This is an optimization exercise on Yosys and OpenROAD, whose aim is small area and a short achievable clock period, not a production implementation. In this exercise RTL edits were held to simulation tests only and were not proved equivalent to the original. No activity file was given, so power comes from the tool's default toggle rates.

File: design/flow/config.mk
export PLATFORM = sky130hd
export DESIGN_NAME = ecc144_codec
export DESIGN_NICKNAME = ecc144_codec
export VERILOG_FILES = /design/flow/design.v
export SDC_FILE = /design/flow/constraint.sdc
export NUM_CORES = 4
export LEC_CHECK = 0
export CAP_MARGIN = 20
export CORE_MARGIN = 2
export CORE_UTILIZATION = 40
export CTS_BUF_LIST = sky130_fd_sc_hd__clkbuf_8
export CTS_CLUSTER_DIAMETER = 50
export CTS_CLUSTER_SIZE = 16
export SETUP_SLACK_MARGIN = 4.5
export SLEW_MARGIN = 20
File: design/flow/constraint.sdc
create_clock -name core_clock -period 7.5 [get_ports {clk}]
set_input_delay 1.5000 -clock core_clock [delete_from_list [all_inputs] [get_ports {clk}]]
set_output_delay 1.5000 -clock core_clock [all_outputs]
set_load 0.01 [all_outputs]
File: design/flow/design.v
module ecc144_codec (
    input  wire         clk,
    input  wire         rst,
    input  wire         in_valid,
    input  wire         in_op,         
    input  wire [2:0]   in_src,
    input  wire [127:0] in_data,
    input  wire [15:0]  in_check,
    output reg          out_valid,
    output reg  [127:0] out_data,
    output reg  [15:0]  out_check,
    output reg  [1:0]   out_status,
    output reg  [5:0]   out_sym,
    output reg  [3:0]   out_err,
    output reg  [15:0]  corr_cnt,
    output reg  [15:0]  uncorr_cnt,
    output reg  [2:0]   last_src,
    output reg  [5:0]   last_sym,
    output reg  [3:0]   last_err
);
    localparam [1:0] ST_OK = 2'd0, ST_CORR = 2'd1, ST_UNCORR = 2'd2;
    localparam [15:0] CNT_MAX = 16'hFFFE;
    function [3:0] gf_mul(input [3:0] x, input [3:0] y);
        reg [6:0] r;
        integer i;
        begin
            r = 7'd0;
            for (i = 0; i < 4; i = i + 1)
                if (y[i]) r = r ^ ({3'd0, x} << i);
            for (i = 6; i >= 4; i = i - 1)
                if (r[i]) r = r ^ (7'h13 << (i - 4));
            gf_mul = r[3:0];
        end
    endfunction
    function [3:0] col_q(input [3:0] a, input [3:0] b);
        begin
            col_q = gf_mul(a, a) ^ gf_mul(a, b) ^ gf_mul(4'h8, gf_mul(b, b));
        end
    endfunction
    wire [15:0] kg = in_check & {16{in_op}};
    wire [15:0] syn;
    wire t144 = in_data[87] ^ in_data[107];
    wire t145 = in_data[21] ^ in_data[29];
    wire t146 = in_data[39] ^ in_data[47];
    wire t147 = in_data[22] ^ in_data[30];
    wire t148 = in_data[69] ^ in_data[77];
    wire t149 = in_data[91] ^ in_data[95];
    wire t150 = in_data[76] ^ in_data[124];
    wire t151 = in_data[104] ^ in_data[108];
    wire t152 = in_data[15] ^ in_data[43];
    wire t153 = in_data[114] ^ in_data[122];
    wire t154 = in_data[90] ^ in_data[94];
    wire t155 = in_data[75] ^ in_data[79];
    wire t156 = in_data[113] ^ in_data[121];
    wire t157 = in_data[20] ^ in_data[28];
    wire t158 = in_data[23] ^ in_data[31];
    wire t159 = in_data[51] ^ t144;
    wire t160 = in_data[86] ^ t147;
    wire t161 = in_data[103] ^ t146;
    wire t162 = in_data[116] ^ in_data[120];
    wire t163 = in_data[99] ^ in_data[123];
    wire t164 = in_data[106] ^ in_data[126];
    wire t165 = in_data[7] ^ in_data[71];
    wire t166 = in_data[70] ^ in_data[78];
    wire t167 = in_data[105] ^ in_data[109];
    wire t168 = in_data[11] ^ in_data[127];
    wire t169 = in_data[6] ^ in_data[14];
    wire t170 = in_data[52] ^ in_data[60];
    wire t171 = in_data[83] ^ in_data[111];
    wire t172 = in_data[36] ^ in_data[100];
    wire t173 = in_data[38] ^ in_data[46];
    wire t174 = in_data[84] ^ in_data[88];
    wire t175 = in_data[49] ^ in_data[57];
    wire t176 = in_data[37] ^ in_data[45];
    wire t177 = in_data[117] ^ in_data[125];
    wire t178 = in_data[85] ^ in_data[89];
    wire t179 = in_data[16] ^ in_data[24];
    wire t180 = in_data[115] ^ in_data[119];
    wire t181 = in_data[65] ^ in_data[73];
    wire t182 = t156 ^ t177;
    wire t183 = in_data[44] ^ t172;
    wire t184 = in_data[96] ^ t151;
    wire t185 = t148 ^ t181;
    wire t186 = t149 ^ t155;
    wire t187 = in_data[112] ^ t162;
    wire t188 = in_data[118] ^ t153;
    wire t189 = in_data[82] ^ t154;
    wire t190 = in_data[59] ^ t159;
    wire t191 = in_data[4] ^ in_data[12];
    wire t192 = in_data[33] ^ in_data[97];
    wire t193 = in_data[102] ^ in_data[110];
    wire t194 = in_data[80] ^ in_data[92];
    wire t195 = in_data[61] ^ in_data[93];
    wire t196 = in_data[42] ^ in_data[98];
    wire t197 = in_data[64] ^ in_data[68];
    wire t198 = in_data[2] ^ in_data[10];
    wire t199 = in_data[17] ^ in_data[25];
    wire t200 = in_data[50] ^ in_data[58];
    wire t201 = in_data[19] ^ in_data[27];
    wire t202 = in_data[66] ^ in_data[74];
    wire t203 = in_data[48] ^ in_data[56];
    wire t204 = in_data[5] ^ in_data[13];
    wire t205 = in_data[18] ^ in_data[26];
    wire t206 = in_data[32] ^ in_data[40];
    wire t207 = in_data[101] ^ t167;
    wire t208 = t174 ^ t194;
    wire t209 = in_data[41] ^ t192;
    wire t210 = t145 ^ t204;
    wire t211 = t152 ^ t163;
    wire t212 = t158 ^ t165;
    wire t213 = in_data[3] ^ t168;
    wire t214 = in_data[81] ^ t178;
    wire t215 = in_data[72] ^ t197;
    wire t216 = in_data[34] ^ t196;
    wire t217 = t166 ^ t202;
    wire t218 = t150 ^ t157;
    wire t219 = t171 ^ t180;
    wire t220 = t184 ^ t206;
    wire t221 = in_data[35] ^ t187;
    wire t222 = in_data[63] ^ t186;
    wire t223 = t160 ^ t173;
    wire t224 = t161 ^ t201;
    wire t225 = in_data[0] ^ in_data[8];
    wire t226 = in_data[1] ^ in_data[9];
    wire t227 = in_data[55] ^ in_data[67];
    wire t228 = in_data[54] ^ in_data[62];
    wire t229 = t170 ^ t179;
    wire t230 = t164 ^ t193;
    wire t231 = t175 ^ t176;
    wire t232 = kg[9] ^ kg[13];
    wire t233 = t169 ^ t198;
    wire t234 = kg[10] ^ kg[14];
    wire t235 = kg[11] ^ kg[15];
    wire t236 = in_data[53] ^ t195;
    wire t237 = t212 ^ t227;
    wire t238 = t182 ^ t185;
    wire t239 = t208 ^ t229;
    wire t240 = t214 ^ t236;
    wire t241 = t189 ^ t217;
    wire t242 = t188 ^ t233;
    wire t243 = t211 ^ t213;
    wire t244 = t218 ^ t225;
    wire t245 = t183 ^ t203;
    wire t246 = t207 ^ t209;
    wire t247 = t222 ^ t237;
    wire t248 = t190 ^ t224;
    wire t249 = t200 ^ t205;
    wire t250 = t199 ^ t226;
    wire t251 = kg[4] ^ t191;
    wire t252 = kg[8] ^ kg[12];
    wire t253 = t228 ^ t249;
    wire t254 = kg[5] ^ t210;
    wire t255 = t230 ^ t234;
    wire t256 = t215 ^ t252;
    wire t257 = t223 ^ t241;
    wire t258 = t238 ^ t250;
    wire t259 = t216 ^ t242;
    wire t260 = t221 ^ t243;
    wire t261 = t244 ^ t245;
    wire t262 = t220 ^ t239;
    wire t263 = t231 ^ t246;
    wire t264 = t247 ^ t248;
    wire t265 = in_data[79] ^ in_data[115];
    wire t266 = in_data[107] ^ in_data[111];
    wire t267 = in_data[47] ^ in_data[92];
    wire t268 = in_data[77] ^ in_data[125];
    wire t269 = in_data[78] ^ t164;
    wire t270 = t145 ^ t199;
    wire t271 = t169 ^ t268;
    wire t272 = t152 ^ t267;
    wire t273 = in_data[91] ^ t176;
    wire t274 = t157 ^ t200;
    wire t275 = t219 ^ t235;
    wire t276 = in_data[93] ^ t219;
    wire t277 = t185 ^ t232;
    wire t278 = t179 ^ t235;
    wire t279 = t265 ^ t270;
    wire t280 = t170 ^ t182;
    wire t281 = t191 ^ t215;
    wire t282 = in_data[106] ^ t216;
    wire t283 = kg[6] ^ t271;
    wire t284 = t189 ^ t272;
    wire t285 = in_data[126] ^ t251;
    wire t286 = kg[7] ^ t269;
    wire t287 = t220 ^ t286;
    wire t288 = t273 ^ t277;
    wire t289 = in_data[124] ^ t221;
    wire t290 = t240 ^ t255;
    wire t291 = t190 ^ t279;
    wire t292 = t261 ^ t262;
    wire t293 = t260 ^ t281;
    wire t294 = t210 ^ t258;
    wire t295 = t253 ^ t257;
    wire t296 = t188 ^ t263;
    wire t297 = kg[0] ^ t187;
    wire t298 = t251 ^ t256;
    wire t299 = t297 ^ t298;
    wire t300 = t292 ^ t299;
    wire t301 = kg[1] ^ t232;
    wire t302 = t240 ^ t254;
    wire t303 = t301 ^ t258;
    wire t304 = t263 ^ t302;
    wire t305 = t303 ^ t304;
    wire t306 = kg[2] ^ kg[6];
    wire t307 = t306 ^ t255;
    wire t308 = t259 ^ t307;
    wire t309 = t295 ^ t308;
    wire t310 = in_data[35] ^ kg[3];
    wire t311 = kg[7] ^ t310;
    wire t312 = t243 ^ t275;
    wire t313 = t311 ^ t312;
    wire t314 = t264 ^ t313;
    wire t315 = in_data[27] ^ in_data[31];
    wire t316 = in_data[53] ^ in_data[59];
    wire t317 = in_data[61] ^ in_data[68];
    wire t318 = in_data[84] ^ in_data[108];
    wire t319 = in_data[116] ^ in_data[123];
    wire t320 = kg[12] ^ t168;
    wire t321 = t266 ^ t315;
    wire t322 = t316 ^ t317;
    wire t323 = t318 ^ t319;
    wire t324 = t160 ^ t183;
    wire t325 = t218 ^ t320;
    wire t326 = t321 ^ t322;
    wire t327 = t323 ^ t222;
    wire t328 = t253 ^ t280;
    wire t329 = t284 ^ t285;
    wire t330 = t324 ^ t325;
    wire t331 = t326 ^ t327;
    wire t332 = t328 ^ t329;
    wire t333 = t330 ^ t296;
    wire t334 = t331 ^ t332;
    wire t335 = t333 ^ t334;
    wire t336 = in_data[8] ^ in_data[11];
    wire t337 = in_data[12] ^ in_data[19];
    wire t338 = in_data[23] ^ in_data[24];
    wire t339 = in_data[28] ^ in_data[40];
    wire t340 = in_data[44] ^ in_data[55];
    wire t341 = in_data[56] ^ in_data[60];
    wire t342 = in_data[72] ^ in_data[85];
    wire t343 = in_data[88] ^ in_data[105];
    wire t344 = in_data[120] ^ kg[13];
    wire t345 = t148 ^ t150;
    wire t346 = t151 ^ t155;
    wire t347 = t156 ^ t175;
    wire t348 = t193 ^ t205;
    wire t349 = t336 ^ t337;
    wire t350 = t338 ^ t339;
    wire t351 = t340 ^ t341;
    wire t352 = t342 ^ t343;
    wire t353 = t159 ^ t209;
    wire t354 = t344 ^ t345;
    wire t355 = t346 ^ t347;
    wire t356 = t348 ^ t349;
    wire t357 = t350 ^ t351;
    wire t358 = t352 ^ t223;
    wire t359 = t254 ^ t276;
    wire t360 = t282 ^ t284;
    wire t361 = t353 ^ t354;
    wire t362 = t355 ^ t356;
    wire t363 = t357 ^ t358;
    wire t364 = t359 ^ t360;
    wire t365 = t361 ^ t362;
    wire t366 = t363 ^ t364;
    wire t367 = t365 ^ t366;
    wire t368 = in_data[9] ^ in_data[13];
    wire t369 = in_data[25] ^ in_data[29];
    wire t370 = in_data[41] ^ in_data[43];
    wire t371 = in_data[45] ^ in_data[57];
    wire t372 = in_data[73] ^ in_data[89];
    wire t373 = in_data[94] ^ in_data[99];
    wire t374 = in_data[121] ^ kg[14];
    wire t375 = t144 ^ t149;
    wire t376 = t153 ^ t158;
    wire t377 = t166 ^ t167;
    wire t378 = t171 ^ t195;
    wire t379 = t203 ^ t368;
    wire t380 = t369 ^ t370;
    wire t381 = t371 ^ t372;
    wire t382 = t373 ^ t160;
    wire t383 = t274 ^ t374;
    wire t384 = t375 ^ t376;
    wire t385 = t377 ^ t378;
    wire t386 = t379 ^ t380;
    wire t387 = t381 ^ t224;
    wire t388 = t239 ^ t282;
    wire t389 = t283 ^ t382;
    wire t390 = t383 ^ t384;
    wire t391 = t385 ^ t386;
    wire t392 = t289 ^ t387;
    wire t393 = t388 ^ t389;
    wire t394 = t390 ^ t391;
    wire t395 = t392 ^ t393;
    wire t396 = t394 ^ t395;
    wire t397 = in_data[10] ^ in_data[14];
    wire t398 = in_data[26] ^ in_data[30];
    wire t399 = in_data[42] ^ in_data[46];
    wire t400 = in_data[58] ^ in_data[62];
    wire t401 = in_data[74] ^ in_data[95];
    wire t402 = in_data[110] ^ in_data[122];
    wire t403 = kg[15] ^ t154;
    wire t404 = t175 ^ t397;
    wire t405 = t398 ^ t399;
    wire t406 = t400 ^ t401;
    wire t407 = t402 ^ t211;
    wire t408 = t212 ^ t403;
    wire t409 = t404 ^ t405;
    wire t410 = t406 ^ t240;
    wire t411 = t245 ^ t280;
    wire t412 = t407 ^ t408;
    wire t413 = t409 ^ t287;
    wire t414 = t289 ^ t291;
    wire t415 = t410 ^ t411;
    wire t416 = t412 ^ t413;
    wire t417 = t414 ^ t415;
    wire t418 = t416 ^ t417;
    wire t419 = in_data[100] ^ t150;
    wire t420 = t184 ^ t208;
    wire t421 = t219 ^ t419;
    wire t422 = t256 ^ t420;
    wire t423 = t421 ^ t260;
    wire t424 = t422 ^ t264;
    wire t425 = t423 ^ t424;
    wire t426 = in_data[97] ^ t207;
    wire t427 = t214 ^ t232;
    wire t428 = t238 ^ t276;
    wire t429 = t426 ^ t427;
    wire t430 = t428 ^ t429;
    wire t431 = t264 ^ t292;
    wire t432 = t293 ^ t430;
    wire t433 = t431 ^ t432;
    wire t434 = in_data[86] ^ in_data[98];
    wire t435 = t434 ^ t241;
    wire t436 = t290 ^ t435;
    wire t437 = t294 ^ t296;
    wire t438 = t436 ^ t437;
    wire t439 = in_data[67] ^ in_data[71];
    wire t440 = in_data[103] ^ in_data[127];
    wire t441 = t144 ^ t163;
    wire t442 = t439 ^ t440;
    wire t443 = t186 ^ t230;
    wire t444 = t441 ^ t442;
    wire t445 = t275 ^ t443;
    wire t446 = t444 ^ t259;
    wire t447 = t445 ^ t295;
    wire t448 = t446 ^ t447;
    wire t449 = in_data[67] ^ in_data[100];
    wire t450 = t147 ^ t158;
    wire t451 = t205 ^ t449;
    wire t452 = t161 ^ t213;
    wire t453 = t217 ^ t450;
    wire t454 = t451 ^ t242;
    wire t455 = t246 ^ t285;
    wire t456 = t452 ^ t453;
    wire t457 = t262 ^ t288;
    wire t458 = t291 ^ t454;
    wire t459 = t455 ^ t456;
    wire t460 = t457 ^ t458;
    wire t461 = t459 ^ t460;
    wire t462 = in_data[15] ^ in_data[64];
    wire t463 = in_data[75] ^ in_data[104];
    wire t464 = in_data[112] ^ in_data[119];
    wire t465 = in_data[123] ^ t165;
    wire t466 = t173 ^ t174;
    wire t467 = t462 ^ t463;
    wire t468 = t464 ^ t465;
    wire t469 = t466 ^ t467;
    wire t470 = t254 ^ t468;
    wire t471 = t469 ^ t248;
    wire t472 = t259 ^ t261;
    wire t473 = t288 ^ t290;
    wire t474 = t470 ^ t471;
    wire t475 = t472 ^ t473;
    wire t476 = t474 ^ t475;
    wire t477 = in_data[7] ^ in_data[65];
    wire t478 = in_data[101] ^ in_data[105];
    wire t479 = in_data[113] ^ t145;
    wire t480 = t178 ^ t180;
    wire t481 = t226 ^ t228;
    wire t482 = t266 ^ t477;
    wire t483 = t478 ^ t161;
    wire t484 = t231 ^ t234;
    wire t485 = t479 ^ t480;
    wire t486 = t481 ^ t482;
    wire t487 = t244 ^ t278;
    wire t488 = t283 ^ t483;
    wire t489 = t484 ^ t485;
    wire t490 = t486 ^ t257;
    wire t491 = t487 ^ t488;
    wire t492 = t489 ^ t293;
    wire t493 = t490 ^ t491;
    wire t494 = t492 ^ t493;
    wire t495 = in_data[15] ^ in_data[66];
    wire t496 = in_data[76] ^ in_data[83];
    wire t497 = in_data[87] ^ in_data[90];
    wire t498 = in_data[102] ^ in_data[114];
    wire t499 = t146 ^ t198;
    wire t500 = t495 ^ t496;
    wire t501 = t497 ^ t498;
    wire t502 = t183 ^ t274;
    wire t503 = t499 ^ t500;
    wire t504 = t501 ^ t223;
    wire t505 = t256 ^ t278;
    wire t506 = t502 ^ t503;
    wire t507 = t247 ^ t287;
    wire t508 = t504 ^ t505;
    wire t509 = t506 ^ t294;
    wire t510 = t507 ^ t508;
    wire t511 = t509 ^ t510;
    assign syn[0] = t300;
    assign syn[1] = t305;
    assign syn[2] = t309;
    assign syn[3] = t314;
    assign syn[4] = t335;
    assign syn[5] = t367;
    assign syn[6] = t396;
    assign syn[7] = t418;
    assign syn[8] = t425;
    assign syn[9] = t433;
    assign syn[10] = t438;
    assign syn[11] = t448;
    assign syn[12] = t461;
    assign syn[13] = t476;
    assign syn[14] = t494;
    assign syn[15] = t511;
    reg         r1_valid;
    reg         r1_op;
    reg [2:0]   r1_src;
    reg [127:0] r1_data;
    reg [15:0]  r1_check;
    reg [15:0]  r1_syn;
    always @(posedge clk) begin
        if (rst) r1_valid <= 1'b0;
        else     r1_valid <= in_valid;
        r1_op    <= in_op;
        r1_src   <= in_src;
        r1_data  <= in_data;
        r1_check <= in_check;
        r1_syn   <= syn;
    end
    wire [3:0] s0 = r1_syn[3:0];
    wire [3:0] s1 = r1_syn[7:4];
    wire [3:0] s2 = r1_syn[11:8];
    wire [3:0] s3 = r1_syn[15:12];
    wire [3:0] c1 = s3 ^ gf_mul(4'h8, s2);
    wire [3:0] c3 = s1 ^ c1;
    wire [3:0] c2 = s2 ^ c3;
    wire [3:0] c0 = s0 ^ s2 ^ c1;
    wire [15:0] enc_check = {c3, c2, c1, c0};
    wire nz0  = |s0;
    wire zero = ~|{s3, s2, s1, s0};
    wire [15:0] eq1;
    wire [3:0]  eq2;
    genvar gc;
    generate
        for (gc = 0; gc < 16; gc = gc + 1) begin : g_eq1
            assign eq1[gc] = (s1 == gf_mul(gc, s0));
        end
        for (gc = 0; gc < 4; gc = gc + 1) begin : g_eq2
            assign eq2[gc] = (s2 == gf_mul(gc, s0));
        end
    endgenerate
    wire [3:0] qe  = gf_mul(s1, s1) ^ gf_mul(s1, s2) ^ gf_mul(4'h8, gf_mul(s2, s2)) ^ gf_mul(s0, s3);
    wire       qok = (qe == 4'h0);
    wire is_data = eq2[2] | eq2[3];
    wire posok   = is_data | ((eq2[0] | eq2[1]) & (eq1[0] | eq1[1]));
    wire corr    = nz0 & qok & posok;
    wire [3:0] a_bin;
    assign a_bin[0] = |{eq1[1], eq1[3], eq1[5], eq1[7], eq1[9], eq1[11], eq1[13], eq1[15]};
    assign a_bin[1] = |{eq1[2], eq1[3], eq1[6], eq1[7], eq1[10], eq1[11], eq1[14], eq1[15]};
    assign a_bin[2] = |{eq1[4], eq1[5], eq1[6], eq1[7], eq1[12], eq1[13], eq1[14], eq1[15]};
    assign a_bin[3] = |eq1[15:8];
    wire [5:0] pos = is_data ? {1'b0, eq2[3], a_bin} : {2'b10, 2'b00, eq2[1], a_bin[0]};
    wire [1:0] dec_status = zero ? ST_OK : (corr ? ST_CORR : ST_UNCORR);
    wire [5:0] dec_sym    = corr ? pos : 6'd0;
    wire [3:0] dec_err    = corr ? s0 : 4'h0;
    wire [15:0] eq3;
    generate
        for (gc = 0; gc < 16; gc = gc + 1) begin : g_eq3
            assign eq3[gc] = (s3 == gf_mul(gc, s0));
        end
    endgenerate
    wire [127:0] cdata;
    generate
        for (gc = 0; gc < 16; gc = gc + 1) begin : g_cd
            assign cdata[4*gc +: 4]      = s0 & {4{r1_op & eq1[gc] & eq2[2] & eq3[col_q(gc, 4'h2)]}};
            assign cdata[64 + 4*gc +: 4] = s0 & {4{r1_op & eq1[gc] & eq2[3] & eq3[col_q(gc, 4'h3)]}};
        end
    endgenerate
    wire [15:0] ccheck = {s0 & {4{r1_op & eq1[1] & eq2[1] & eq3[col_q(4'h1, 4'h1)]}},
                          s0 & {4{r1_op & eq1[0] & eq2[1] & eq3[col_q(4'h0, 4'h1)]}},
                          s0 & {4{r1_op & eq1[1] & eq2[0] & eq3[col_q(4'h1, 4'h0)]}},
                          s0 & {4{r1_op & eq1[0] & eq2[0] & eq3[col_q(4'h0, 4'h0)]}}};
    reg [2:0] out_src;
    always @(posedge clk) begin
        if (rst) out_valid <= 1'b0;
        else     out_valid <= r1_valid;
        out_src    <= r1_src;
        out_data   <= r1_data ^ cdata;
        out_check  <= r1_op ? (r1_check ^ ccheck) : enc_check;
        out_status <= r1_op ? dec_status : ST_OK;
        out_sym    <= r1_op ? dec_sym : 6'd0;
        out_err    <= r1_op ? dec_err : 4'h0;
    end
    always @(posedge clk) begin
        if (rst) begin
            corr_cnt   <= 16'd0;
            uncorr_cnt <= 16'd0;
            last_src   <= 3'd0;
            last_sym   <= 6'd0;
            last_err   <= 4'h0;
        end else if (out_valid) begin
            if (out_status == ST_CORR) begin
                if (corr_cnt != CNT_MAX) corr_cnt <= corr_cnt + 16'd1;
                last_src <= out_src;
                last_sym <= out_sym;
                last_err <= out_err;
            end
            if (out_status == ST_UNCORR && uncorr_cnt != CNT_MAX)
                uncorr_cnt <= uncorr_cnt + 16'd1;
        end
    end
endmodule
File: design/flow/flow/run.sh
#!/bin/bash
# The standard layout, with every port buffered by a buf_2 cell instead of the default
# clkdlybuf4s50_1 (smaller and faster); the tools' output goes to standard.log here.
set -euo pipefail
export BUFFER_PORTS_ARGS="-buffer_cell sky130_fd_sc_hd__buf_2"
bash standard.sh > standard.log 2>&1
File: design/flow/standard.sh
#!/bin/bash
# synth_recipe.tcl (not shown) runs the flow's synth.tcl, then flattens the netlist and writes it again
# the make line also repeats each setting of config.mk as NAME=value (left out here)
make -C /OpenROAD-flow-scripts/flow DESIGN_CONFIG=/design/flow/config.mk WORK_HOME=/design/flow/orfs CLKGATE_MAP_FILE= SYNTH_SCRIPT=/design/flow/synth_recipe.tcl "${@:-finish}"
==> impl_metrics.toml, run 1 <==
[global_route]
grt_util_all_layers = 0.261
first_global_vias = 12900
global_route.overflow_total = 0
antenna_found_initial = 4
grt_pass1_wl_um = 84000
largest_net_degree_at_the_start_of_global_routing = 63

[critical_path]
slowest_stage = "xor2_2"
crit_path_max_fanout = 3
critPathTopFamily = "XOR/XNOR gates"
worstReg2RegStart = "r1_syn[1]"
timing.reg2reg.worst_path_depth = 8
worstSetupStartpointType = "input port"
critical_path.cell_chain = "buf_2 > xor2_2 > xnor2_1 > xnor2_1 > xnor2_2 > xnor3_1 > xor2_2 > xnor2_1"
crit_path_start = "in_data[31]"
cp-end-kind = "flop"
rr_endpoint = "out_sym[1]"
path_buf_inv = 1
worst-endpoint-required_ns = 8.04
slowest_delay_ns = 0.35
criticalPathCategory = "input port to flop"
worstPathArrival_ns = 3.54
critical_path.most_common_cell = "xnor2_1"
setup.reg_to_reg.worst_slack_ns = 4.53

[min_path]
worstHoldStart = "r1_src[1]"
timing.hold.worst.class = "flop to flop"
timing.hold.worst_endpoint = "out_src[1]"
min_path_cells = 0

[die]
floorplan.die.height_um = 210
initial_core_util = 0.404
floorplan.die.width_um = 210
number_of_standard_cell_rows_in_the_floorplan = 75
die_area_mm2 = 0.0439
io-pin-count = 353
design.core.area_mm2 = 0.0419

[detailed_routing]
detail_route.wirelength_um = 57800
detail_route.iter0.violations = 898
route.met3.wl_um = 3690
route.detailed.drc = 0
ant_nets = 0
routed-via-count = 12700
total_iterations_of_the_first_detailed_routing_run = 5
post_drt_via_cell_ratio = 4.82
routed_wire_length_per_instance_um = 21.9
routed-wl-met2_um = 27100
wirelength_met1_um = 24100
highest-signal-layer = "met5"

[clocking]
numClockSinks = 370
clk_pin_slew_worst_paths_ns = 0.10
clockBufferDepth = 3
cts_made_buffers = 39
clock_latency_ns = 0.62
cts.htree.levels = 2
clockRootBuffer = "clkbuf_8"
cts_tree = "done"

[synthesis]
async_reset_ff_frac = 0
synthXorXnorAreaFrac = 0.358
post_synth.cell_area_avg_um2 = 9.94
synth.area.top_cells = "dfxtp_1 44%, xnor2_1 25%, xor2_1 8.0%"
synth_nets = 1868
synth_edf_count = 0
fraction_of_the_mapped_netlist_area_in_compound_gates = 0.0283
synthMuxAreaShare = 0.00474
yosysWarnings = 1
synth.ff_latch_count = 370
synth_flop_cell = "dfxtp_1"
synth_sequential_area_ratio = 0.438
synth_top_area_cell = "dfxtp_1"
syn-instance-count = 1701
yosysTopAreaCellShare = 0.438
ys_types = 65
post_synth_fa_ha_maj_area_fraction = 0.0118
synth_simple_gate_area_share = 0.138
synth_top_family_by_area = "XOR/XNOR gates"
synth_area_mm2 = 0.0169

[sta]
fin_ws_ns = 4.49
grt_setup_unrepaired = "true"
tightest_slew_ns = 1.08
setup-tns-final_ns = 0
clock_skew_ns = 0.0435
fmaxAchievable_mhz = 333
final-hold-violation-count = 0
slew-limit-headroom = 0.270
slew_viol_final = 0
total_setup_violations_reported_at_the_end_of_the_flow = 0
finalWorstPathRequiredPeriod_ns = 3.01
hold_ws_ns = 0.331
final.period_utilization = 0.401

[place]
placement.setup.worst_slack_ns = 3.39
io_buffers = 352
routabilityCongestion = 0.939
dp_hpwl_um = 44700

[run]
maxCapViolCount = 0

[final_layout]
finalCoreUtilization = 0.499
areaGrowthSynthToFinish_pct = 23.5
final_layout_size_suffix_gt1_frac = 0.267
nets = 2236

[power]
power.leakage_nw = 8.50
pwr_density_cell_mw_per_mm2 = 446
worst_ir_drop_vdd_v = 0.000336
finalPower_mw = 9.31

[status]
outcome = "finished clean"
## timing repair
action,in CTS,in global routing
pin swaps,16,7
hold buffers,0,0
setup buffers,26,5
gates resized for setup,57,31
setup endpoints to repair,159,107
## synth_stat cells, drive strengths merged, types with 8 or more instances
cell type / count
nand4: 11
inv: 12
xor2: 157
nor4: 12
nor2: 79
nor3: 45
xnor3: 13
clkbuf: 30
a21oi: 26
nand3: 24
nand2: 245
dfxtp: 370
ha: 16
buf: 38
and3: 18
and2: 10
mux2i: 8
nand2b: 8
or3: 10
xnor2: 488
o21ai: 15
## cells by family after synthesis
kind of cell	Yosys count
AO/OA/AOI/OAI	74
XOR/XNOR	661
adder cells (fa/ha/maj)	16
buffers and inverters	81
flip-flops	370
multiplexers	8
AND/OR/NAND/NOR	491
## registers in the layout, indices dropped and copies added, names as in the netlist, 3 cells and up
register / cells
corr_cnt: 16
last_err: 4
last_src: 3
last_sym: 6
out_check: 16
out_data: 128
out_err: 4
out_src: 3
out_sym: 6
r1_check: 16
r1_data: 128
r1_src: 3
r1_syn: 16
uncorr_cnt: 16
## cell type report
type / instances / area (um^2)
Sequential cell: 370 / 7430
Timing Repair Buffer: 395 / 2210
Clock inverter: 24 / 255
Multi-Input combinational cell: 1250 / 9670
Tap cell: 539 / 674
Clock buffer: 41 / 564
Inverter: 13 / 60.1
Fill cell: 3976 / 21000
Antenna cell: 1 / 2.50
## report_power, final
| group | switching [mW] | internal, mW |
|---|---|---|
| clock network | 0.787 | 0.616 |
| registers | 0.224 | 2.18 |
| logic | 3.14 | 2.36 |
| total | 4.15 | 5.16 |
## routing by layer
layer	up-vias	GRT usage
li1	6125	-
met1	5966	0.324
met2	486	0.434
met3	121	0.0540
met4	6	0.123
met5	-	0
## layout by cell type, fill, tap and decap left out, types with 5 or more instances in the layout
cell type / count
xnor2_1: 464
and2_1: 8
ha_1: 14
or2_2: 5
o21ai_0: 15
nand2b_1: 8
clkbuf_8: 42
nor2b_1: 5
buf_2: 352
nor3_1: 28
a211oi_1: 5
nand2_1: 245
nand4_1: 11
mux2i_1: 8
dfxtp_1: 362
nor2_1: 71
xnor2_2: 24
nand3_1: 23
nor3_4: 10
xnor3_1: 13
nor4_1: 9
buf_4: 31
a21oi_1: 25
xor2_1: 143
nor2_2: 6
xor2_2: 9
and3_1: 17
or3_1: 9
inv_1: 13
buf_12: 9
inv_6: 6
xor2_4: 5
nor3_2: 7
## worst max path at each step
stage	endpoint	slack [ns]	cells after the start
2_1_floorplan	r1_syn[3]	4.37	7
3_3_place_gp	out_sym[1]	3.48	9
3_5_place_dp	out_sym[1]	3.39	9
4_1_cts	out_sym[1]	4.47	10
5_1_grt	out_sym[1]	4.44	9
6_report	r1_syn[8]	4.49	8
## through the flow
step | cell area, um^2 | std cells
after detailed placement | 19300 | 2536
after floorplan | 17100 | 1701
after CTS | 20700 | 2627
after global routing | 20900 | 2633
after global placement | 19300 | 2536
final | 20900 | 2633
==> run 2: changes to the inputs <==
--- a/design/flow/config.mk
+++ b/design/flow/config.mk
@@ -13,3 +13,4 @@
 export CTS_CLUSTER_SIZE = 16
 export SETUP_SLACK_MARGIN = 4.5
 export SLEW_MARGIN = 20
+export TNS_END_PERCENT = 30
==> impl_metrics.toml, run 2 <==
[critical_path]
critPathTopFamily = "XOR/XNOR gates"
slowest_delay_ns = 0.60
slowest_stage = "xnor2_1"
cp-end-kind = "flop"
crit_path_max_fanout = 2
path_buf_inv = 1
worstSetupStartpointType = "input port"
critical_path.most_common_cell = "xnor2_1"
worst-endpoint-required_ns = 8.05
critical_path.cell_chain = "buf_2 > xnor2_1 > xnor2_1 > xnor2_1 > xor2_1 > xnor2_1 > xnor2_1 > xnor2_1"
worstPathArrival_ns = 3.67
criticalPathCategory = "input port to flop"

[power]
pwr_density_cell_mw_per_mm2 = 451
worst_ir_drop_vdd_v = 0.000296
clock_power_share = 0.157
netSwitchingPower_mw = 4.21
power.leakage_nw = 8.45
cellInternalPower_mw = 5.19
comb_power_share = 0.585
netSwitchingFraction = 0.448
seq_power_share = 0.258

[final_layout]
final.fill_count = 4013
regArea_mm2 = 0.00742
layout.cells.most_common = "xnor2_1"
layoutNonFillerInstCount = 2638
areaGrowthSynthToFinish_pct = 23.4
top_regs = "out_data x128, r1_data x128"
layout_common_cells = "477 x xnor2_1, 364 x dfxtp_1, 352 x buf_2"
final_layout_size_suffix_gt1_frac = 0.260
multi_input_comb_area_mm2 = 0.00954
nets = 2239

[sta]
final-hold-violation-count = 0
total_setup_violations_reported_at_the_end_of_the_flow = 0
slew_viol_final = 0
grt_setup_unrepaired = "true"
slew-limit-headroom = 0.288
clock_skew_ns = 0.0308
tightest_slew_ns = 1.06
fmaxAchievable_mhz = 320
finalWorstPathRequiredPeriod_ns = 3.12
final.period_utilization = 0.416
setup-tns-final_ns = 0

[detailed_routing]
route.detailed.drc = 0
routed-via-count = 12900
total_iterations_of_the_first_detailed_routing_run = 7
detail_route.iter0.violations = 805
post_drt_via_cell_ratio = 4.90
routed_wire_length_per_instance_um = 22.3
ant_nets = 0
detail_route.wirelength_um = 58900

[place]
io_buffers = 352
dp_hpwl_um = 44900
cell_count_post_placement = 2540
routabilityCongestion = 0.921

[die]
number_of_standard_cell_rows_in_the_floorplan = 75
design.core.area_mm2 = 0.0419
floorplan.die.width_um = 210
io-pin-count = 353
initial_core_util = 0.404
floorplan.die.height_um = 210
die_area_mm2 = 0.0439

[clocking]
clk_pin_slew_worst_paths_ns = 0.09
clockRootBuffer = "clkbuf_8"
cts_made_buffers = 39
numClockSinks = 370
clock_latency_ns = 0.62
cts_tree = "done"
clockBufferDepth = 3
cts.htree.levels = 2

[synthesis]
synthMuxAreaShare = 0.00474
synth.ff_latch_count = 370
yosysTopAreaCellShare = 0.438
synth_top_family_by_area = "XOR/XNOR gates"
async_reset_ff_frac = 0
synth_edf_count = 0
post_synth_fa_ha_maj_area_fraction = 0.0118
post_synth.cell_area_avg_um2 = 9.94
most_instantiated_cells_after_synthesis = "488 x xnor2_1, 370 x dfxtp_1, 245 x nand2_1"
synth_nets = 1868
synth_simple_gate_area_share = 0.138
synth_most_common_cell = "xnor2_1"
synth_top_area_cell = "dfxtp_1"
synthXorXnorAreaFrac = 0.358
synth_area_mm2 = 0.0169
synth_flop_cell = "dfxtp_1"
yosysWarnings = 1
synth.area.top_cells = "dfxtp_1 44%, xnor2_1 25%, xor2_1 8.0%"
ys_types = 65
synth_sequential_area_ratio = 0.438
fraction_of_the_mapped_netlist_area_in_compound_gates = 0.0283
syn-instance-count = 1701

[global_route]
grt_util_all_layers = 0.262
largest_net_degree_at_the_start_of_global_routing = 59
first_global_vias = 12900
grt_pass1_wl_um = 84600
global_route.overflow_total = 0
antenna_found_initial = 2

[run]
maxCapViolCount = 0

[status]
outcome = "finished clean"

[min_path]
timing.hold.worst.class = "flop to flop"
[run 2: changes by cell type in the layout (fill, tap and decap cells not counted), sizes merged]
| cell | before | now |
|---|---|---|
| clkinvlp | 3 | 7 |
| clkinv | 9 | 6 |
| buf | 394 | 396 |
| bufinv | 2 | 4 |
| clkbuf | 42 | 41 |
| inv | 23 | 24 |
[run 2: per-stage QoR]
stage	setup WS [ns]	hold slack (ns)	cell area (um^2)	power [mW]	util
after floorplan	4.37	0.310	17000	6.16	-
after global placement	3.48	0.310	19200	7.41	0.460
after detailed placement	3.40	0.314	19200	7.41	0.460
after CTS	4.38	0.337	20600	9.23	0.493
after global routing	4.36	0.354	20900	9.89	0.498
final	4.38	0.334	20900	9.40	0.498
[run 2: layout make-up]
cell class,instances,share of cell area
clock buffer,39,0.0257
inverter,13,0.00294
tap,539,0.0323
multi-input combinational,1250,0.457
clock inverter,28,0.0161
timing repair buffer,398,0.110
sequential,370,0.356
antenna,1,0.000120
[run 2: power by group through the flow]
stage	clock network, mW	registers, mW	logic, mW
finish	1.48	2.42	5.50
global route	1.58	2.44	5.86
CTS	1.51	2.41	5.30
detailed placement	0	2.47	4.94
global placement	0	2.47	4.94
floorplan	0	2.34	3.82
[run 2: logic make-up (layout without fill, tap and decap cells)]
group / Yosys count / count (layout)
multiplexers: 8 / 8
other: 0 / 1
flip-flops: 370 / 370
buffers and inverters: 81 / 478
AND/OR/NAND/NOR: 491 / 491
AO/OA/AOI/OAI: 74 / 74
adder cells (fa/ha/maj): 16 / 16
XOR/XNOR: 661 / 661
[run 2: final timing paths]
path | startpoint | to | slack [ns] | cells past startpoint
setup reg to reg | r1_syn[2] | out_data[126] | 4.46 | 9
hold / removal | r1_src[0] | out_src[0] | 0.33 | 0
setup / recovery | in_data[16] | r1_syn[9] | 4.38 | 8
hold reg to reg | r1_src[0] | out_src[0] | 0.33 | 0
[run 2: metal layers]
layer  up-vias  share of wire  track usage
met5         -        0.00012            0
met4         2          0.039       0.0961
met3       121          0.062       0.0512
met2       496           0.48        0.452
met1      6154           0.42        0.326
li1       6143              -            -
[run 2: repair_timing]
| item | 4_1_cts | 5_1_grt |
|---|---|---|
| pin swaps | 14 | 3 |
| cloned | 0 | 2 |
| setup buffers | 24 | 4 |
| endpoints found under the setup margin | 161 | 127 |
| hold buffers | 0 | 0 |
| gates resized for setup | 55 | 21 |
==> run 3: changes to the inputs <==
--- a/design/flow/config.mk
+++ b/design/flow/config.mk
@@ -7,10 +7,9 @@
 export LEC_CHECK = 0
 export CAP_MARGIN = 20
 export CORE_MARGIN = 2
-export CORE_UTILIZATION = 40
+export CORE_UTILIZATION = 60
 export CTS_BUF_LIST = sky130_fd_sc_hd__clkbuf_8
 export CTS_CLUSTER_DIAMETER = 50
 export CTS_CLUSTER_SIZE = 16
 export SETUP_SLACK_MARGIN = 4.5
 export SLEW_MARGIN = 20
-export TNS_END_PERCENT = 30
==> impl_metrics.toml, run 3 <==
[power]
seq_power_share = 0.257
netSwitchingPower_mw = 4.01
finalPower_mw = 9.10
clock_power_share = 0.136
worst_ir_drop_vdd_v = 0.000311
netSwitchingFraction = 0.440
cellInternalPower_mw = 5.10
pwr_density_cell_mw_per_mm2 = 443
power.leakage_nw = 8.40
comb_power_share = 0.607

[final_layout]
multi_input_comb_area_mm2 = 0.00967
areaGrowthSynthToFinish_pct = 21.4
layout.cells.most_common = "xnor2_1"
regArea_mm2 = 0.00742
top_regs = "out_data x128, r1_data x128"
layout_common_cells = "464 x xnor2_1, 363 x dfxtp_1, 352 x buf_2"
final_layout_size_suffix_gt1_frac = 0.261
final.fill_count = 2156
nets = 2233

[clocking]
cts_tree = "done"
clock_latency_ns = 0.57
numClockSinks = 370
cts_made_buffers = 34
clockRootBuffer = "clkbuf_8"
clockBufferDepth = 3
clk_pin_slew_worst_paths_ns = 0.10
cts.htree.levels = 2

[critical_path]
rr_endpoint = "out_data[22]"
worstPathArrival_ns = 3.47
crit_path_max_fanout = 8
critPathTopFamily = "simple AND/OR/NAND/NOR gates"
slowest_delay_ns = 0.52
worstSetupStartpointType = "flop"
timing.reg2reg.worst_path_depth = 9
cp-end-kind = "flop"
critical_path.most_common_cell = "xnor2_1"
path_buf_inv = 1
slowest_stage = "nor3_2"
criticalPathCategory = "flop to flop"
worst-endpoint-required_ns = 7.95
worstReg2RegStart = "r1_syn[3]"
setup.reg_to_reg.worst_slack_ns = 4.48
critical_path.cell_chain = "clkinvlp_4 > ha_4 > xor2_1 > xnor2_1 > and3_1 > o22ai_1 > nor3_2 > nand2_1 > xnor2_1"

[synthesis]
yosysTopAreaCellShare = 0.438
synth_sequential_area_ratio = 0.438
async_reset_ff_frac = 0
syn-instance-count = 1701
synth_flop_cell = "dfxtp_1"
synth_nets = 1868
synth.ff_latch_count = 370
synth_top_area_cell = "dfxtp_1"
synth.area.top_cells = "dfxtp_1 44%, xnor2_1 25%, xor2_1 8.0%"
synth_area_mm2 = 0.0169
synth_edf_count = 0
ys_types = 65
synth_most_common_cell = "xnor2_1"
yosysWarnings = 1
post_synth.cell_area_avg_um2 = 9.94
most_instantiated_cells_after_synthesis = "488 x xnor2_1, 370 x dfxtp_1, 245 x nand2_1"

[die]
initial_core_util = 0.608
number_of_standard_cell_rows_in_the_floorplan = 61
design.core.area_mm2 = 0.0278
floorplan.die.width_um = 172
floorplan.die.height_um = 172
die_area_mm2 = 0.0295
io-pin-count = 353

[global_route]
first_global_vias = 12900
antenna_found_initial = 2
global_route.overflow_total = 0
grt_util_all_layers = 0.350
grt_pass1_wl_um = 76300
largest_net_degree_at_the_start_of_global_routing = 64

[sta]
grt_setup_unrepaired = "true"
slew-limit-headroom = 0.268
fmaxAchievable_mhz = 332
tightest_slew_ns = 1.09
total_setup_violations_reported_at_the_end_of_the_flow = 0
final.period_utilization = 0.402
slew_viol_final = 0
setup-tns-final_ns = 0
finalWorstPathRequiredPeriod_ns = 3.02
final-hold-violation-count = 0
clock_skew_ns = 0.0389

[detailed_routing]
detail_route.wirelength_um = 52800
total_iterations_of_the_first_detailed_routing_run = 5
ant_nets = 0
wirelength_met1_um = 20800
routed-wl-met2_um = 25800
routed-via-count = 13000
routed_wire_length_per_instance_um = 21.5
route.detailed.drc = 0
detail_route.iter0.violations = 1042
route.met3.wl_um = 3690
post_drt_via_cell_ratio = 5.30
highest-signal-layer = "met5"

[place]
routabilityCongestion = 0.935
io_buffers = 352
dp_hpwl_um = 39300

[min_path]
timing.hold.worst.class = "flop to flop"
worstHoldStart = "r1_src[0]"
timing.hold.worst_endpoint = "out_src[0]"
min_path_cells = 0

[status]
outcome = "finished clean"

[run]
maxCapViolCount = 0
## run 3: cell counts after synthesis
No cell type changed its count.
## run 3: worst max-delay path by stage
stage,from,to,slack (ns),cells after the start
2_1_floorplan,in_data[87],r1_syn[3],4.37,7
3_3_place_gp,r1_syn[0],out_data[108],3.62,8
3_5_place_dp,r1_syn[0],out_data[111],3.49,8
4_1_cts,r1_syn[0],out_data[69],4.49,9
5_1_grt,r1_syn[3],out_data[54],4.43,10
6_report,r1_syn[3],out_data[22],4.48,9
## run 3: timing repair
| action | 4_1_cts | 5_1_grt |
|---|---|---|
| endpoints found under the setup margin | 161 | 94 |
| hold endpoints to repair | 0 | 0 |
| buffers inserted | 18 | 14 |
| hold buffers | 0 | 0 |
| gates resized for setup | 40 | 36 |
| pin swaps | 9 | 8 |
## run 3: metal layers
metal  up-vias  GRT usage
li1       6117          -
met1      6230      0.436
met2       547      0.602
met3       137     0.0591
met4         2      0.142
met5         -          0
## run 3: logic make-up (layout without fill, tap and decap cells)
group           Yosys count  after routing  share of synthesized area
compound gates           74             74                     0.0283
simple gates            491            491                      0.138
flops                   370            370                      0.438
xor+xnor                661            661                      0.358
other cells               0              1                          0
fa+ha+maj                16             16                     0.0118
buf+inv                  81            459                     0.0211
mux                       8              8                    0.00474
## run 3: area by class of cell
type / instances / share of cell area
inverters: 13 / 0.00280
diodes: 1 / 0.000122
well taps: 378 / 0.0230
flip-flops and latches: 370 / 0.362
multi-input cells: 1250 / 0.471
clock buffers: 36 / 0.0241
repair buffers: 397 / 0.108
clock inverters: 13 / 0.00872
## run 3: power groups by stage
stage / clock network, mW / logic (mW) / registers [mW]
detailed placement: 0 / 4.75 / 2.49
floorplan: 0 / 3.83 / 2.34
finish: 1.24 / 5.53 / 2.34
CTS: 1.25 / 5.17 / 2.33
global placement: 0 / 4.73 / 2.48
global route: 1.32 / 5.88 / 2.35
## run 3: metrics by stage
stage	cell area (um^2)	hold WS [ns]	cells	util	setup WS, ns
after global routing	20500	0.337	2457	0.739	4.43
after global placement	19100	0.311	2376	0.686	3.62
after floorplan	17100	0.310	1701	-	4.37
after detailed placement	19100	0.312	2376	0.686	3.49
after CTS	20200	0.335	2443	0.726	4.49
final	20500	0.335	2458	0.739	4.48
==> run 4: changes to the inputs <==
--- a/design/flow/config.mk
+++ b/design/flow/config.mk
@@ -7,9 +7,10 @@
 export LEC_CHECK = 0
 export CAP_MARGIN = 20
 export CORE_MARGIN = 2
-export CORE_UTILIZATION = 60
+export CORE_UTILIZATION = 55
 export CTS_BUF_LIST = sky130_fd_sc_hd__clkbuf_8
 export CTS_CLUSTER_DIAMETER = 50
 export CTS_CLUSTER_SIZE = 16
+export PLACE_DENSITY = 0.85
 export SETUP_SLACK_MARGIN = 4.5
 export SLEW_MARGIN = 20
==> impl_metrics.toml, run 4 <==
[clocking]
cts_made_buffers = 31
cts_tree = "done"
clockRootBuffer = "clkbuf_8"
numClockSinks = 370
cts.htree.levels = 1
clockBufferDepth = 3
clock_latency_ns = 0.63
clk_pin_slew_worst_paths_ns = 0.10

[place]
detailed_place.area_mm2 = 0.0190
routabilityCongestion = 1.02
dp_hpwl_um = 41300
io_buffers = 352

[synthesis]
synth_edf_count = 0
synth_nets = 1868
post_synth.cell_area_avg_um2 = 9.94
synth_flop_cell = "dfxtp_1"
ys_types = 65
yosysWarnings = 1
async_reset_ff_frac = 0
synth_area_mm2 = 0.0169
synth_sequential_area_ratio = 0.438
synth_most_common_cell = "xnor2_1"
syn-instance-count = 1701
synth_top_area_cell = "dfxtp_1"
most_instantiated_cells_after_synthesis = "488 x xnor2_1, 370 x dfxtp_1, 245 x nand2_1"
synth.ff_latch_count = 370
synth.area.top_cells = "dfxtp_1 44%, xnor2_1 25%, xor2_1 8.0%"
yosysTopAreaCellShare = 0.438

[final_layout]
final_layout_size_suffix_gt1_frac = 0.259
antennaDiodeCount = 0
layout.cells.most_common = "xnor2_1"
final.fill_count = 2375
nets = 2226
top_regs = "out_data x128, r1_data x128"
layout_common_cells = "474 x xnor2_1, 359 x dfxtp_1, 353 x buf_2"
multi_input_comb_area_mm2 = 0.00964
finalCoreUtilization = 0.670
areaGrowthSynthToFinish_pct = 20.6
fin_area_mm2 = 0.0204
regArea_mm2 = 0.00742

[power]
netSwitchingPower_mw = 4.03
seq_power_share = 0.267
comb_power_share = 0.604
cellInternalPower_mw = 5.01
power.leakage_nw = 8.30
netSwitchingFraction = 0.446
clock_power_share = 0.129
pwr_density_cell_mw_per_mm2 = 444
finalPower_mw = 9.04
worst_ir_drop_vdd_v = 0.000402

[sta]
fmaxAchievable_mhz = 333
tightest_slew_ns = 1.08
slew_viol_final = 0
finalWorstPathRequiredPeriod_ns = 3.01
setup-tns-final_ns = 0
grt_setup_unrepaired = "true"
clock_skew_ns = 0.0165
slew-limit-headroom = 0.274
final-hold-violation-count = 0
total_setup_violations_reported_at_the_end_of_the_flow = 0
final.period_utilization = 0.401

[detailed_routing]
post_drt_via_cell_ratio = 5.40
routed-via-count = 13300
route.detailed.drc = 0
routed_wire_length_per_instance_um = 21.9
detail_route.iter0.violations = 1058
total_iterations_of_the_first_detailed_routing_run = 6
detail_route.wirelength_um = 54100
ant_nets = 0

[die]
io-pin-count = 353
design.core.area_mm2 = 0.0304
initial_core_util = 0.555
floorplan.die.height_um = 179
number_of_standard_cell_rows_in_the_floorplan = 64
floorplan.die.width_um = 179
die_area_mm2 = 0.0321

[status]
outcome = "finished clean"

[global_route]
largest_net_degree_at_the_start_of_global_routing = 64
global_route.overflow_total = 0
grt_util_all_layers = 0.328
first_global_vias = 13200
antenna_found_initial = 2
grt_pass1_wl_um = 78300

[critical_path]
slowest_delay_ns = 0.46
worstPathArrival_ns = 3.55
worstSetupStartpointType = "input port"
setup.reg_to_reg.worst_slack_ns = 4.54
rr_endpoint = "out_data[106]"
slowest_stage = "xnor3_1"
cp-end-kind = "flop"
criticalPathCategory = "input port to flop"
crit_path_start = "in_data[87]"
worstReg2RegStart = "r1_syn[2]"
worst_setup_path_endpoint = "r1_syn[3]"
worst-endpoint-required_ns = 8.05
timing.reg2reg.worst_path_depth = 11
critical_path.cell_chain = "buf_2 > xor2_4 > xnor2_2 > xor2_2 > xnor2_2 > xnor3_1 > xor2_2 > xnor2_1"
crit_path_max_fanout = 3

[run]
maxCapViolCount = 0

[min_path]
timing.hold.worst.class = "flop to flop"
[run 4: changes by cell type in the layout (fill, tap and decap cells not counted), moves of 3 or more]
cell	change
xnor2_2	-10
dfxtp_2	+5
xnor2_1	+10
xor2_2	+3
inv_8	+3
clkbuf_8	-3
dfxtp_1	-4
inv_6	-3
clkinv_8	-3
[run 4: cell type report]
cell class / count / share of cell area
clock buffers: 33 / 0.0223
clock inverters: 13 / 0.00774
inverters: 13 / 0.00295
multi-input cells: 1250 / 0.473
flip-flops and latches: 370 / 0.364
well taps: 396 / 0.0243
repair buffers: 393 / 0.105
[run 4: worst min-delay path by stage]
stage	to	from	depth (start not counted)	slack, ns
after floorplan	out_src[0]	r1_src[0]	0	0.31
after global placement	out_src[2]	r1_src[2]	0	0.31
after detailed placement	out_src[0]	r1_src[0]	0	0.31
after CTS	out_src[0]	r1_src[0]	0	0.34
after global routing	out_src[2]	r1_src[2]	0	0.35
final	out_src[0]	r1_src[0]	0	0.34
[run 4: critical path, delay by kind of cell]
kind	cells	cell delay [ns]
XOR/XNOR	7	1.88
buffers and inverters	1	0.16
[run 4: metrics by stage]
step	hold WS (ns)	setup slack, ns	instances
finish	0.337	4.49	2468
global route	0.347	4.45	2468
CTS	0.336	4.50	2455
detailed placement	0.313	3.56	2390
global placement	0.312	3.49	2390
floorplan	0.310	4.37	1701
[run 4: timing repair]
item	CTS	global route
resized for setup	50	37
cloned	0	0
buffers inserted	19	13
setup endpoints to repair	153	92
hold buffers	0	0
pin swaps	11	3
[run 4: cell families (layout without fill, tap and decap cells)]
kind of cell	Yosys count	in the layout	share of synthesized area
xor gates and xnor gates	661	661	0.358
and+or+nand+nor	491	491	0.138
DFF	370	370	0.438
buffers and inverters	81	452	0.0211
AOI/OAI and AO/OA	74	74	0.0283
adders and majority gates	16	16	0.0118
muxes	8	8	0.00474
[run 4: metal layers]
layer	vias up	track usage	part of all wire
li1	6099	-	-
met1	6316	0.388	0.37
met2	712	0.552	0.48
met3	193	0.0583	0.084
met4	0	0.199	0.065
met5	-	0	0
[run 4: power groups by stage]
stage / Combinational (mW) / Clock, mW / Sequential, mW
after floorplan: 3.83 / 0 / 2.34
after global placement: 4.77 / 0 / 2.44
after detailed placement: 4.83 / 0 / 2.45
after CTS: 5.11 / 1.18 / 2.40
after global routing: 5.79 / 1.25 / 2.43
final: 5.46 / 1.16 / 2.41
==> run 5: changes to the inputs <==
--- a/design/flow/config.mk
+++ b/design/flow/config.mk
@@ -7,10 +7,9 @@
 export LEC_CHECK = 0
 export CAP_MARGIN = 20
 export CORE_MARGIN = 2
-export CORE_UTILIZATION = 55
+export CORE_UTILIZATION = 40
 export CTS_BUF_LIST = sky130_fd_sc_hd__clkbuf_8
 export CTS_CLUSTER_DIAMETER = 50
 export CTS_CLUSTER_SIZE = 16
-export PLACE_DENSITY = 0.85
-export SETUP_SLACK_MARGIN = 4.5
+export SETUP_SLACK_MARGIN = 4.8
 export SLEW_MARGIN = 20
==> impl_metrics.toml, run 5 <==
[status]
outcome = "finished clean"

[sta]
tightest_slew_ns = 0.859
total_setup_violations_reported_at_the_end_of_the_flow = 0
fin_ws_ns = 4.67
slew-limit-headroom = 0.421
finalWorstPathRequiredPeriod_ns = 2.83
final-hold-violation-count = 0
slew_viol_final = 0
final.period_utilization = 0.377
clock_skew_ns = 0.0349
setup-tns-final_ns = 0
hold_ws_ns = 0.336
fmaxAchievable_mhz = 354
grt_setup_unrepaired = "true"

[power]
cellInternalPower_mw = 6.12
netSwitchingPower_mw = 4.86
netSwitchingFraction = 0.442
seq_power_share = 0.220
clock_power_share = 0.133
power.leakage_nw = 9.73
worst_ir_drop_vdd_v = 0.000304
finalPower_mw = 11.0
pwr_density_cell_mw_per_mm2 = 466
comb_power_share = 0.647

[clocking]
cts.htree.levels = 2
clockBufferDepth = 3
cts_tree = "done"
clockRootBuffer = "clkbuf_8"
numClockSinks = 370
ctsHoldBuffers = 0
cts_made_buffers = 39
clock_latency_ns = 0.62
clk_pin_slew_worst_paths_ns = 0.10

[place]
detailed_place.area_mm2 = 0.0198
cell_count_post_placement = 2540
dp_hpwl_um = 46500
routabilityCongestion = 0.930
io_buffers = 352
placement.setup.worst_slack_ns = 3.24

[final_layout]
regArea_mm2 = 0.00751
areaGrowthSynthToFinish_pct = 39.3
finalCoreUtilization = 0.562
nets = 2332
final.fill_count = 3734
layout_common_cells = "387 x xnor2_1, 338 x buf_2, 321 x dfxtp_1"
antennaDiodeCount = 0
fin_area_mm2 = 0.0235
final_layout_size_suffix_gt1_frac = 0.389
multi_input_comb_area_mm2 = 0.0112
layout.cells.most_common = "xnor2_1"
layoutNonFillerInstCount = 2732
top_regs = "out_data x128, r1_data x128"

[die]
die_area_mm2 = 0.0439
floorplan.die.height_um = 210
number_of_standard_cell_rows_in_the_floorplan = 75
floorplan.die.width_um = 210
initial_core_util = 0.404
io-pin-count = 353
design.core.area_mm2 = 0.0419

[critical_path]
slowest_stage = "dfxtp_4"
critical_path.most_common_cell = "buf_6"
path_buf_inv = 4
worst_setup_path_endpoint = "out_data[123]"
slowest_delay_ns = 0.42
critical_path.cell_chain = "clkinvlp_4 > ha_4 > buf_12 > buf_6 > xor2_2 > or3_4 > a211oi_2 > a22oi_2 > buf_6 > nor4_4 > nand2_1 > xnor2_1"
crit_path_start = "r1_syn[2]"
worstPathArrival_ns = 3.31
criticalPathCategory = "flop to flop"
worstSetupStartpointType = "flop"
cp-end-kind = "flop"
worst-endpoint-required_ns = 7.98
worstReg2RegStart = "r1_syn[2]"
setup.reg_to_reg.worst_slack_ns = 4.67
timing.reg2reg.worst_path_depth = 12
cp_num_cells = 12
rr_endpoint = "out_data[123]"
critPathTopFamily = "simple AND/OR/NAND/NOR gates"
crit_path_max_fanout = 8

[synthesis]
synth_sequential_area_ratio = 0.438
synth_nets = 1868
most_instantiated_cells_after_synthesis = "488 x xnor2_1, 370 x dfxtp_1, 245 x nand2_1"
synth.area.top_cells = "dfxtp_1 44%, xnor2_1 25%, xor2_1 8.0%"
synth_edf_count = 0
synth.ff_latch_count = 370
synth_top_area_cell = "dfxtp_1"
synth_flop_cell = "dfxtp_1"
ys_types = 65
post_synth.cell_area_avg_um2 = 9.94
yosysTopAreaCellShare = 0.438
syn-instance-count = 1701
synth_most_common_cell = "xnor2_1"
synth_area_mm2 = 0.0169
yosysWarnings = 1
async_reset_ff_frac = 0

[min_path]
worstHoldStart = "r1_src[2]"
timing.hold.worst.class = "flop to flop"

[detailed_routing]
detail_route.iter0.violations = 865
post_drt_via_cell_ratio = 4.94
routed_wire_length_per_instance_um = 22.8
detail_route.wirelength_um = 62400
routed-via-count = 13500
ant_nets = 0
total_iterations_of_the_first_detailed_routing_run = 5
route.detailed.drc = 0

[global_route]
gr_layer_usage_met3 = 0.0536
use_met2 = 0.473
global_route.usage.met1 = 0.354
grt_util_all_layers = 0.279
grt_pass1_wl_um = 89600
antenna_found_initial = 9
top_usage_layer = "met2"
first_global_vias = 13500
global_route.overflow_total = 0
largest_net_degree_at_the_start_of_global_routing = 48

[run]
maxCapViolCount = 0
-- run 5: cell counts after synthesis --
Identical to the previous run, type by type.
-- run 5: worst min path at each step --
stage / end / slack [ns] / depth (start not counted)
4_1_cts: out_src[2] / 0.34 / 0
3_5_place_dp: out_src[2] / 0.31 / 0
2_1_floorplan: out_src[0] / 0.31 / 0
6_report: out_src[2] / 0.34 / 0
5_1_grt: out_src[2] / 0.34 / 0
3_3_place_gp: out_src[2] / 0.31 / 0
-- run 5: worst register-to-register path: cells and delay by family, from the launching register on --
kind | cells | cell delay [ns]
and+or+nand+nor | 3 | 0.74
buffers and inverters | 4 | 0.57
DFF | 1 | 0.42
AOI/OAI and AO/OA | 2 | 0.37
adders and majority gates | 1 | 0.33
xor gates and xnor gates | 2 | 0.28
-- run 5: area by class of cell --
cell class / count / area share
clock buffers: 42 / 0.0246
multi-input cells: 1250 / 0.475
inverters: 13 / 0.00314
repair buffers: 491 / 0.137
flip-flops and latches: 370 / 0.319
well taps: 539 / 0.0287
clock inverters: 27 / 0.0124
-- run 5: power by group through the flow --
stage	clock (mW)	combinational (mW)	sequential, mW
6_report	1.46	7.10	2.41
5_1_grt	1.57	7.48	2.43
4_1_cts	1.49	6.31	2.41
3_5_place_dp	0	5.10	2.54
3_3_place_gp	0	5.07	2.54
2_1_floorplan	0	3.98	2.34
-- run 5: layer usage --
layer | share of wire | vias to the layer above
met3 | 0.063 | 149
met4 | 0.045 | 12
li1 | - | 6316
met1 | 0.41 | 6509
met2 | 0.48 | 509
met5 | 0.0012 | -
-- run 5: cell families after synthesis --
group	synth area share
muxes	0.00474
buffers and inverters	0.0211
xor gates and xnor gates	0.358
and+or+nand+nor	0.138
adders and majority gates	0.0118
DFF	0.438
AOI/OAI and AO/OA	0.0283
-- run 5: timing repair --
action,CTS,global route
pin swaps,52,93
setup buffers,64,56
setup endpoints to repair,201,165
gates resized for setup,184,141
cloned,2,1
==> run 6: changes to the inputs <==
--- a/design/flow/config.mk
+++ b/design/flow/config.mk
@@ -11,5 +11,5 @@
 export CTS_BUF_LIST = sky130_fd_sc_hd__clkbuf_8
 export CTS_CLUSTER_DIAMETER = 50
 export CTS_CLUSTER_SIZE = 16
-export SETUP_SLACK_MARGIN = 4.8
+export SETUP_SLACK_MARGIN = 4.2
 export SLEW_MARGIN = 20
==> impl_metrics.toml, run 6 <==
[die]
number_of_standard_cell_rows_in_the_floorplan = 75
io-pin-count = 353
initial_core_util = 0.404
floorplan.die.width_um = 210
die_area_mm2 = 0.0439
floorplan.die.height_um = 210
design.core.area_mm2 = 0.0419

[place]
cell_count_post_placement = 2539
dp_hpwl_um = 44800
routabilityCongestion = 0.950
io_buffers = 352

[critical_path]
worstPathArrival_ns = 3.79
cp-end-kind = "flop"
crit_path_max_fanout = 3
worstSetupStartpointType = "input port"
rr_endpoint = "out_data[28]"
worstReg2RegStart = "r1_syn[2]"
criticalPathCategory = "input port to flop"
worst-endpoint-required_ns = 8.01
timing.reg2reg.worst_path_depth = 9
setup.reg_to_reg.worst_slack_ns = 4.23

[min_path]
timing.hold.worst_endpoint = "out_src[2]"
min_path_cells = 0
timing.hold.worst.class = "flop to flop"
worstHoldStart = "r1_src[2]"

[detailed_routing]
detail_route.wirelength_um = 58100
post_drt_via_cell_ratio = 4.90
route.detailed.drc = 0
detail_route.iter0.violations = 880
routed-via-count = 12800
ant_nets = 0
total_iterations_of_the_first_detailed_routing_run = 5
routed_wire_length_per_instance_um = 22.2

[global_route]
grt_util_all_layers = 0.261
antenna_found_initial = 1
first_global_vias = 12800
largest_net_degree_at_the_start_of_global_routing = 63
grt_pass1_wl_um = 84400
global_route.overflow_total = 0

[clocking]
cts_tree = "done"
numClockSinks = 370
clock_latency_ns = 0.63
cts.htree.levels = 2
clockBufferDepth = 3
clockRootBuffer = "clkbuf_8"
cts_made_buffers = 40
clk_pin_slew_worst_paths_ns = 0.09
ctsHoldBuffers = 0

[synthesis]
most_instantiated_cells_after_synthesis = "488 x xnor2_1, 370 x dfxtp_1, 245 x nand2_1"
synth.area.top_cells = "dfxtp_1 44%, xnor2_1 25%, xor2_1 8.0%"
async_reset_ff_frac = 0
synth_area_mm2 = 0.0169
synth_edf_count = 0
yosysWarnings = 1
synth_most_common_cell = "xnor2_1"
synth.ff_latch_count = 370
yosysTopAreaCellShare = 0.438
post_synth.cell_area_avg_um2 = 9.94
synth_top_area_cell = "dfxtp_1"
synth_nets = 1868
syn-instance-count = 1701
synth_flop_cell = "dfxtp_1"
synth_sequential_area_ratio = 0.438
ys_types = 65

[final_layout]
antennaDiodeCount = 0
layout_common_cells = "488 x xnor2_1, 365 x dfxtp_1, 352 x buf_2"
areaGrowthSynthToFinish_pct = 20.5
final_layout_size_suffix_gt1_frac = 0.240
top_regs = "out_data x128, r1_data x128"
nets = 2216
finalCoreUtilization = 0.487
layoutNonFillerInstCount = 2617
layout.cells.most_common = "xnor2_1"

[sta]
final.period_utilization = 0.437
total_setup_violations_reported_at_the_end_of_the_flow = 0
setup-tns-final_ns = 0
hold_ws_ns = 0.335
clock_skew_ns = 0.0231
final-hold-violation-count = 0
finalWorstPathRequiredPeriod_ns = 3.28
slew_viol_final = 0
grt_setup_unrepaired = "true"
tightest_slew_ns = 1.24
slew-limit-headroom = 0.168
fmaxAchievable_mhz = 305

[run]
maxCapViolCount = 0

[power]
power.leakage_nw = 8.20
worst_ir_drop_vdd_v = 0.000203
finalPower_mw = 9.06
pwr_density_cell_mw_per_mm2 = 445

[status]
outcome = "finished clean"
-- run 6: cell type report --
class	instances	area, um^2
inverters	13	50.0
clock inverters	27	317
repair buffers	374	2020
flip-flops and latches	370	7420
well taps	539	674
clock buffers	44	606
multi-input cells	1250	9290
fillers	4023	21500
-- run 6: cells by family after synthesis --
logic type,synth area share
xor+xnor,0.358
buf+inv,0.0211
fa+ha+maj,0.0118
simple gates,0.138
flops,0.438
mux,0.00474
compound gates,0.0283
-- run 6: metal layers --
metal / share of wire / GRT usage
met5: 0.00022 / 0
met4: 0.040 / 0.109
met3: 0.060 / 0.0486
met2: 0.48 / 0.437
met1: 0.42 / 0.332
-- run 6: worst max path at each step --
stage                 from            to  slack (ns)  cells past startpoint
6_report       in_data[23]     r1_syn[3]        4.22                      8
5_1_grt          r1_syn[2]  out_data[28]        4.16                      9
4_1_cts          r1_syn[1]  out_data[62]        4.11                      8
3_5_place_dp     r1_syn[2]  out_data[36]        3.36                      9
3_3_place_gp     r1_syn[3]  out_data[38]        3.36                      9
2_1_floorplan    r1_syn[1]  out_data[85]        4.23                     15
-- run 6: worst max-delay path: stages --
cell	delay, ns
buf_2	0.13
xor2_1	0.50
xnor2_1	0.22
xnor2_1	0.31
xnor2_1	0.22
xnor3_1	0.46
xor2_1	0.32
xnor2_1	0.11
-- run 6: power by group --
part / leakage [nW] / internal [mW] / switching [mW]
combinational: 4.63 / 2.15 / 3.01
sequential: 3.10 / 2.18 / 0.202
clock: 0.462 / 0.694 / 0.826
total: 8.20 / 5.02 / 4.04
-- run 6: through the flow --
stage	setup WS (ns)	cell area (um^2)
5_1_grt	4.16	20400
2_1_floorplan	4.23	16900
6_report	4.22	20400
4_1_cts	4.11	20300
3_5_place_dp	3.36	19100
3_3_place_gp	3.36	19100
-- run 6: repair_timing --
action                     in CTS  in global routing
setup endpoints to repair     151                 51
resized for setup              34                  9
setup buffers                   4                  3
pin swaps                       1                  4

static timing again, ports no longer ideal:
In the flow no input, the clock included, has a driving cell. The finished layouts below were timed again as built, in two steps. Step 1 sets driving cells, clkbuf_16 on the clock port and buf_2 on the other inputs (assumed; they add their load-dependent delay and slew). Step 2 also shifts input and output timing later by t, the mid clock arrival at the registers, as if the neighbouring blocks saw the same clock. a / b / c = ideal / step 1 / step 2; a / b = the first two.
| run | shift t [ns] | slack for setup (ns) | worst hold slack (ns) | worst setup path at the end | worst data-port slew with drivers (ns) |
|---|---|---|---|---|---|
| run 1 | 0.646 | 4.494 / 4.508 / 3.862 | 0.331 / 0.331 / 0.331 | input to register | 0.07 |
| run 2 | 0.661 | 4.377 / 4.410 / 3.749 | 0.334 / 0.334 / 0.334 | input to register | 0.06 |
| run 3 | 0.605 | 4.484 / 4.484 / 3.911 | 0.335 / 0.335 / 0.335 | input to register | 0.08 |
| run 4 | 0.670 | 4.493 / 4.521 / 3.851 | 0.337 / 0.337 / 0.337 | input to register | 0.06 |
| run 5 | 0.661 | 4.673 / 4.673 / 4.134 | 0.336 / 0.336 / 0.336 | input to register | 0.09 |
| run 6 | 0.669 | 4.221 / 4.228 / 3.588 | 0.335 / 0.335 / 0.335 | input to register | 0.09 |
After both steps setup and hold are still met in every run listed. For run 4, which loses most, drivers alone change the setup slack by +0.028 ns; drivers and shift together by -0.642 ns.
